Context: an optimization exercise on an open-source flow, tuned for small area and a short achievable clock period. The choices shown serve that exercise and are no tape-out recipe.
In this exercise RTL edits were held to simulation tests only and were not proved equivalent to the original.
Power is estimated from default activity; no workload was simulated.

==> flow/design.v (outline; a module is shown in full before it is edited, if it fits) <==
// module iu32: 1831 lines
module iu32 (
    input  wire        clk,
    input  wire        in_class,
    input  wire [4:0]  in_op,
    input  wire        in_f,
    input  wire [31:0] in_a,
    input  wire [31:0] in_b,
    input  wire [3:0]  in_flags,
    output wire [31:0] out_rd,
    output wire [31:0] out_re,
    output wire        out_wrd,
    output wire        out_wre,
    output wire [3:0]  out_flags
);
  // ...
==> flow/flow/run.sh <==
#!/bin/bash
# Layout flow: the standard ORFS flow (standard.sh, standard synthesis
# unchanged), with the timing repair after floorplan, CTS and global route
# asked to leave MARGIN ns of setup slack. The SDC (clock period, I/O delays,
# loads) is the design's, unchanged. make's full output goes to
# flow_orfs.log here; ORFS's per-step logs stay under orfs/logs/.
set -euo pipefail
[[ -f standard.sh ]] || cd "$(dirname "$0")/.."
MARGIN=8
bash standard.sh SETUP_SLACK_MARGIN=$MARGIN finish > flow_orfs.log 2>&1
==> flow/standard.sh <==
#!/bin/bash
# synth_recipe.tcl (not shown) runs the flow's synth.tcl, then flattens the netlist and writes it again
# the make line also repeats each setting of config.mk as NAME=value (left out here)
make -C /OpenROAD-flow-scripts/flow DESIGN_CONFIG=/design/flow/config.mk WORK_HOME=/design/flow/orfs CLKGATE_MAP_FILE= SYNTH_SCRIPT=/design/flow/synth_recipe.tcl "${@:-finish}"
==> flow/config.mk <==
export PLATFORM = sky130hd
export DESIGN_NAME = iu32
export DESIGN_NICKNAME = iu32
export VERILOG_FILES = /design/flow/design.v
export SDC_FILE = /design/flow/constraint.sdc
export NUM_CORES = 4
export LEC_CHECK = 0
export CAP_MARGIN = 20
export CORE_MARGIN = 2
export CORE_UTILIZATION = 60
export SLEW_MARGIN = 20
==> flow/constraint.sdc <==
create_clock -name core_clock -period 16.0 [get_ports {clk}]
set_input_delay 3.2000 -clock core_clock [delete_from_list [all_inputs] [get_ports {clk}]]
set_output_delay 3.2000 -clock core_clock [all_outputs]
set_load 0.01 [all_outputs]
==> summary.txt, run 1 <==
Finish
  • Max-area cell class: multi-input combinational cells
  • Leading cell type in the layout, fill and taps excluded: xnor2_1
  • Fraction of area in multi-input gates: 0.735
  • Final Non-Filler Cells: 5735
  • Area of the multi-input gates: 34900 µm²
  • Post-route cell area: 47500 µm²

Synth
  • Synth area leader: fa_1
  • Netlist cell types: 105
  • Top FF cell, synth: dfxtp_1
  • Mux contribution to synthesized area: 0.0525
  • Mapped Area: 42800 µm²
  • Cell with the most instances after synthesis: xnor2_1
  • Syn Nets: 5693
  • Yosys warns: 1

Clock network
  • CTS root buffer: clkbuf_16
  • Post-cts gate resize count: 214
  • CTS tree: yes
  • Max Root-Sink Buffers: 3

Power and ir drop
  • Power Total: 11.9 mW
  • P_leak: 19.6 nW
  • Clock power share: 0.056

Critical path
  • Critical Path AT: 8610 ps
  • Crit-path most repeated cell: fa_1

Min path
  • Worst hold path class: primary input to flop

Global routing
  • Grt met2 use: 0.696
  • Remaining global-route overflow: 0
  • Initial antenna violation count: 3
  • M1 GR Usage: 0.651

STA
  • Hold Fails Final Rpt: 0

Placed design
  • Dpl cells: 5576

Floorplan
  • Die footprint: 73500 µm²

Drt
  • Drt total wl: 194 mm
  • Wire length on met2: 74.3 mm
  • Remaining DRCs: 0
  • Initial drt markers: 7290
  • Antenna-violating nets left: 0

Run status
  • Status: complete, no violations
==> inputs of run 2 (changes only) <==
--- a/flow/design.v
+++ b/flow/design.v
@@ -29,41 +29,52 @@
          o_shru = op == 5'h0C, o_shrs = op == 5'h0D, o_rol  = op == 5'h0E,
          o_cmp  = op == 5'h0F, o_selc = op == 5'h10, o_andf = op == 5'h11,
          o_lzc  = op == 5'h12, o_popc = op == 5'h13, o_extb = op == 5'h14,
          o_exth = op == 5'h15, o_brev = op == 5'h16, o_minu = op == 5'h17,
          o_maxu = op == 5'h18, o_mins = op == 5'h19, o_maxs = op == 5'h1A;
     wire o_minmax = o_minu | o_maxu | o_mins | o_maxs;
     wire o_arith  = o_add | o_addx | o_sub | o_subx | o_cmp;
     wire o_shift  = o_shl | o_shru | o_shrs | o_rol;
-    wire        sub  = o_sub | o_subx | o_cmp | o_abdu | o_minmax;
-    wire        cin  = o_sub | o_cmp | o_abdu | o_minmax | ((o_addx | o_subx) & c_in);
-    wire [31:0] y    = b ^ {32{sub}};
-    wire [31:0] pg_p = a ^ y;
-    wire [31:0] pg_g = a & y;
-    reg  [31:0] gG, gP;
+    wire        cin_a = o_addx & c_in;
+    wire        cin_s = ~o_subx | c_in;
+    wire [31:0] ap  = a ^ b;
+    wire [31:0] ag  = a & b;
+    wire [31:0] sp  = ~ap;
+    wire [31:0] sg  = a & ~b;
+    reg  [31:0] aG, aP, sG, sP;
     integer lv, k;
     always @(*) begin
-        gG = pg_g;
-        gP = pg_p;
+        aG = ag;
+        aP = ap;
+        sG = sg;
+        sP = sp;
         for (lv = 0; lv < 5; lv = lv + 1)
             for (k = 0; k < 32; k = k + 1)
                 if (k[lv]) begin
-                    gG[k] = gG[k] | (gP[k] & gG[((k >> lv) << lv) - 1]);
-                    gP[k] = gP[k] & gP[((k >> lv) << lv) - 1];
+                    aG[k] = aG[k] | (aP[k] & aG[((k >> lv) << lv) - 1]);
+                    aP[k] = aP[k] & aP[((k >> lv) << lv) - 1];
+                    sG[k] = sG[k] | (sP[k] & sG[((k >> lv) << lv) - 1]);
+                    sP[k] = sP[k] & sP[((k >> lv) << lv) - 1];
                 end
     end
-    wire [32:0] cy   = {gG | (gP & {32{cin}}), cin};    
-    wire [31:0] sum  = pg_p ^ cy[31:0];
-    wire [31:0] sum0 = pg_p ^ {gG[30:0], 1'b0};          
-    wire        cout = cy[32];
-    wire        ovf  = (a[31] == y[31]) & (sum[31] != a[31]);
-    wire        ge_u = cout;                   
-    wire        lt_s = sum[31] ^ ovf;          
-    wire [31:0] abdu = cout ? sum : ~sum0;
+    wire [32:0] acy  = {aG | (aP & {32{cin_a}}), cin_a};
+    wire [32:0] scy  = {sG | (sP & {32{cin_s}}), cin_s};
+    wire [31:0] asum = ap ^ acy[31:0];
+    wire [31:0] ssum = sp ^ scy[31:0];
+    wire [31:0] ssum0 = sp ^ {sG[30:0], 1'b0};         
+    wire        aovf = (a[31] == b[31]) & (asum[31] != a[31]);
+    wire        sovf = (a[31] != b[31]) & (ssum[31] != a[31]);
+    wire        ge_u = scy[32];                
+    wire        lt_s = ssum[31] ^ sovf;        
+    wire [31:0] abdu = ge_u ? ssum : ~ssum0;
+    wire        o_addc = o_add | o_addx;
+    wire        o_subc = o_sub | o_subx | o_cmp;
+    wire        cout = o_addc ? acy[32] : scy[32];
+    wire        ovf  = o_addc ? aovf : sovf;
     wire sel_a = (o_selc & c_in) | (o_minu & ~ge_u) | (o_maxu & ge_u) |
                  (o_mins & lt_s) | (o_maxs & ~lt_s);
     wire sel_ab = o_selc | o_minmax;
     wire t3 = o_and | o_andf | o_or | o_mov | sel_ab;            
     wire t2 = o_or | o_xor | o_andn | o_not | (sel_ab & sel_a);         
     wire t1 = o_or | o_xor | o_mov | (sel_ab & ~sel_a);          
     wire t0 = o_not;                                             
     wire [31:0] lu = (a & b & {32{t3}}) | (a & ~b & {32{t2}}) |
@@ -103,17 +114,18 @@
         lzc_r = 6'd32;
         for (i = 0; i < 32; i = i + 1)
             if (b[i]) lzc_r = 6'd31 - i[5:0];
         popc_r = 6'd0;
         for (i = 0; i < 32; i = i + 1)
             popc_r = popc_r + {5'b0, b[i]};
     end
     wire [31:0] alu_r =
-        ({32{o_arith}} & sum) |
+        ({32{o_addc}}  & asum) |
+        ({32{o_subc}}  & ssum) |
         ({32{o_abdu}}  & abdu) |
         lu |
         ({32{o_shift}} & shres) |
         ({32{o_lzc}}   & {26'b0, lzc_r}) |
         ({32{o_popc}}  & {26'b0, popc_r}) |
         ({32{o_extb}}  & {{24{b[7]}}, b[7:0]}) |
         ({32{o_exth}}  & {{16{b[15]}}, b[15:0]}) |
         ({32{o_brev}}  & b_rev);
==> flow/flow/run.sh (replaced) <==
#!/bin/bash
# Layout flow: the standard ORFS flow (standard.sh, with the standard
# synthesis unchanged) and two changes to how the layout is made:
#  - the timing repair after floorplan, CTS and global route is asked to
#    leave MARGIN ns of setup slack (the SDC, with the design's clock
#    period, I/O delays and loads, is not changed);
#  - the buffer ORFS puts on every input and output port is PORTBUF.
# make's full output goes to flow_orfs.log here; ORFS's own per-step logs
# are under orfs/logs/.
set -euo pipefail
[[ -f standard.sh ]] || cd "$(dirname "$0")/.."
MARGIN=8.5
PORTBUF=sky130_fd_sc_hd__buf_4
bash standard.sh SETUP_SLACK_MARGIN=$MARGIN "BUFFER_PORTS_ARGS=-buffer_cell $PORTBUF" finish > flow_orfs.log 2>&1
==> run 2 against run 1 <==
Compared with the run above:
- still clean
- first-iteration DRC count grew 3.6%
- die area grew 2.1%
- sequential cell count is the same
- via count grew 4.6%
- synthesized area grew 2.1%
- sequential power is essentially flat
- cell area grew 2.9%
- critical path depth shrank 4
- maximum frequency shrank 0.46%
- synthesized cell count grew 1.6%
- core utilization grew 0.52 points
==> summary.txt, run 2 <==
Finish
  • Leading cell type in the layout, fill and taps excluded: xnor2_1
  • Top flop regs: rq x188, alu_q x32
  • Final core occ: 0.679
  • P&R area growth vs syn: 11.6%
  • Most frequent cells in the layout: 638 x xnor2_1, 585 x inv_1, 551 x a22oi_1
  • Post-route cell area: 48800 µm² (+2.9%)
  • Fin nets: 5789
  • Ratio of cells with drive above 1 in the final layout: 0.136
  • Biggest register: rq
  • Max reg flops: 188

Global routing
  • Vias in the first global route: 42300
  • Pin count of the biggest net entering global routing: 55
  • Initial antenna violation count: 18 (+15)
  • First-pass GRT wire length: 291 mm
  • Total Routing Usage GR: 0.538
  • Remaining global-route overflow: 0 (unchanged)

STA
  • Max-slew headroom: 0.141
  • Fmax: 122 MHz
  • Hold Fails Final Rpt: 0 (unchanged)
  • Setup TNS: 0 ps
  • Final setup vio count: 0
  • Slew Limit Fails: 0
  • Hold Worst Slack: 2770 ps
  • Tcrit/Tclk final: 0.511
  • Tmin final: 8170 ps
  • Slew @ Worst Pin: 1280 ps
  • RSZ-0062 raised after global routing: yes

Critical path
  • CP endpoint kind: output pin
  • CP Launch Type: flop
  • Type of the worst setup path: flop to output pin
  • Critical Path Fanout Max: 4
  • Critical Path AT: 4970 ps (-3640 ps)
  • WP data required: 12800 ps

Drt
  • Drt via density: 7.41
  • Remaining DRCs: 0 (unchanged)
  • Antenna-violating nets left: 0 (unchanged)
  • WL/cell: 35.4 µm
  • Drt total wl: 207 mm (+6.9%)
  • Vias: 43300
  • Initial drt markers: 7553 (+3.6%)
  • Drt pass-1 iters: 20

Floorplan
  • Die H: 274 µm
  • Die footprint: 75100 µm² (+2.1%)
  • Area of the core: 71900 µm²
  • Starting Density: 0.609
  • Cell row count: 98
  • I/O pin count: 146
  • Die width: 274 µm

Run status
  • Status: complete, no violations

Job
  • Maxcap violations: 0

Synth
  • Cell with the most instances after synthesis: xnor2_1
  • Netlist cell types: 82 (-22%)
  • Cells after Synth: 4938
  • Synth top area share: 0.241
  • Yosys warns: 1 (unchanged)
  • Post-synth EDFFs: 0
  • Synth top area cells: fa_1 24%, xnor2_1 13%, dfxtp_1 11%
  • Register area share after synthesis: 0.106
  • Post-synth top cells: 641 x xnor2_1, 597 x inv_1, 561 x a22oi_1
  • Post-synthesis register bit count: 231
  • Mapped Area: 43700 µm² (+2.1%)
  • Syn Nets: 5870 (+3.1%)
  • FFs w/ async S/R, synth: 0
  • Top FF cell, synth: dfxtp_1
  • Synth area leader: fa_1
  • Syn Area/Cell: 8.85 µm²

Placed design
  • Placement Cell Area: 45200 µm²
  • GP Congestion: 1.10
  • DP HPWL: 137 mm
  • Port Buffers: 145

Clock network
  • CTS root buffer: clkbuf_16
  • CTS tree: yes
  • Reg clk slew, reported paths: 70 ps
  • H-tree depth: 1
  • Max Root-Sink Buffers: 3 (unchanged)
  • Clock Sink Count: 231
  • Num CTS Buffers: 29

Power and ir drop
  • P_leak: 20.6 nW (+5.1%)
  • Power per cell area: 245 nW/µm²
  • VDD IR max: 0.802 mV

Min path
  • Worst hold path class: primary input to flop
  • Worst hold path depth: 1
-- run 2: changes by cell type in the layout (fill, tap and decap cells not counted), moves of 16 or more --
cell / change
inv_1: +25
buf_2: -35
buf_4: +100
clkdlybuf4s50_1: -77
a221o_1: +25
ha_1: +93
nand3_1: -23
ha_4: +16
a221oi_1: +17
a31oi_1: -18
nand2_1: -42
mux2i_1: +20
xor2_1: -27
a22oi_1: +33
-- run 2: kinds of logic after synthesis --
logic type                 synth area share
AOI/OAI and AO/OA                     0.213
xor gates and xnor gates              0.138
adders and majority gates             0.335
buffers and inverters                0.0911
DFF                                   0.106
muxes                                0.0463
and+or+nand+nor                      0.0707
-- run 2: area by class of cell --
cell class | instances | area (µm²)
well taps | 950 | 1190
multi-input cells | 3656 | 36100
clock inverters | 18 | 300
inverters | 609 | 2410
repair inverters | 7 | 66.3
diodes | 16 | 40.0
clock buffers | 35 | 808
flip-flops and latches | 231 | 4630
repair buffers | 323 | 3250
fillers | 5715 | 23000
-- run 2: final timing paths --
| path | start | end | slack (ps) |
|---|---|---|---|
| max | rq[17] | out_flags[3] | 7830 |
| min | in_class | q_mul | 2770 |
-- run 2: timing repair --
action / in CTS / in global routing
gates cloned: 18 / 5
endpoints found under the setup margin: 132 / 76
hold buffers: 0 / 0
pin swaps: 39 / 55
buffers inserted: 33 / 53
resized for setup: 180 / 94
-- run 2: worst max-delay path, cell delays in order, from the launching register on --
cell and delay [ps]:
dfxtp_1 310, fa_1 520, ha_4 340, nand2_4 70, o21ai_2 160, o21ai_2 100
or3_4 380, o2111a_2 320, o31a_1 270, a311oi_2 360, xnor2_1 160, nand4b_1 530
mux2_4 450, mux2_4 270, buf_6 120
-- run 2: metrics by stage --
step,total power [mW],worst slack [ps],std cells
detailed placement,9.91,6660,5667
CTS,11.2,7960,5771
finish,12.0,7830,5845
global route,12.7,7880,5832
floorplan,6.73,7470,4938
global placement,9.72,6760,5667
-- run 2: where the power goes --
part           internal, mW  switching, mW
Combinational          4.32           5.79
Sequential            0.896          0.172
Clock                 0.475          0.300
Total                  5.69           6.26
-- run 2: layer usage --
metal	up-vias	global-route usage	share of wire
met5	-	0.0366	0.0020
met4	14	0.340	0.089
met3	1303	0.274	0.18
met2	4336	0.733	0.39
met1	20800	0.664	0.34
li1	16900	-	-

## re-timing with driven ports
Ports are ideal in the flow. The routed layouts listed here were re-timed in OpenROAD. Step 1: set_driving_cell puts a clkbuf_16 on clk and a buf_2 on each other input, an assumption about the parent block. Step 2 also shifts input and output timing later by t, the mid clock arrival at the registers, as if the neighbouring blocks saw the same clock. a / b / c = no drivers / after step 1 / after step 2; a / b = the first two.
run | t, ns | setup slack, ns | hold slack, ns | worst setup path after step 2
run 1 | 0.657 | 7.864 / 7.908 / 7.251 | 2.859 / 2.829 / 3.486 | input to register
run 2 | 0.669 | 7.827 / 7.753 / 7.181 | 2.769 / 2.720 / 3.389 | input to register
After both steps setup and hold are still met in every run listed. For run 2, which loses most, drivers alone change the setup slack by -0.074 ns; drivers and shift together by -0.646 ns.
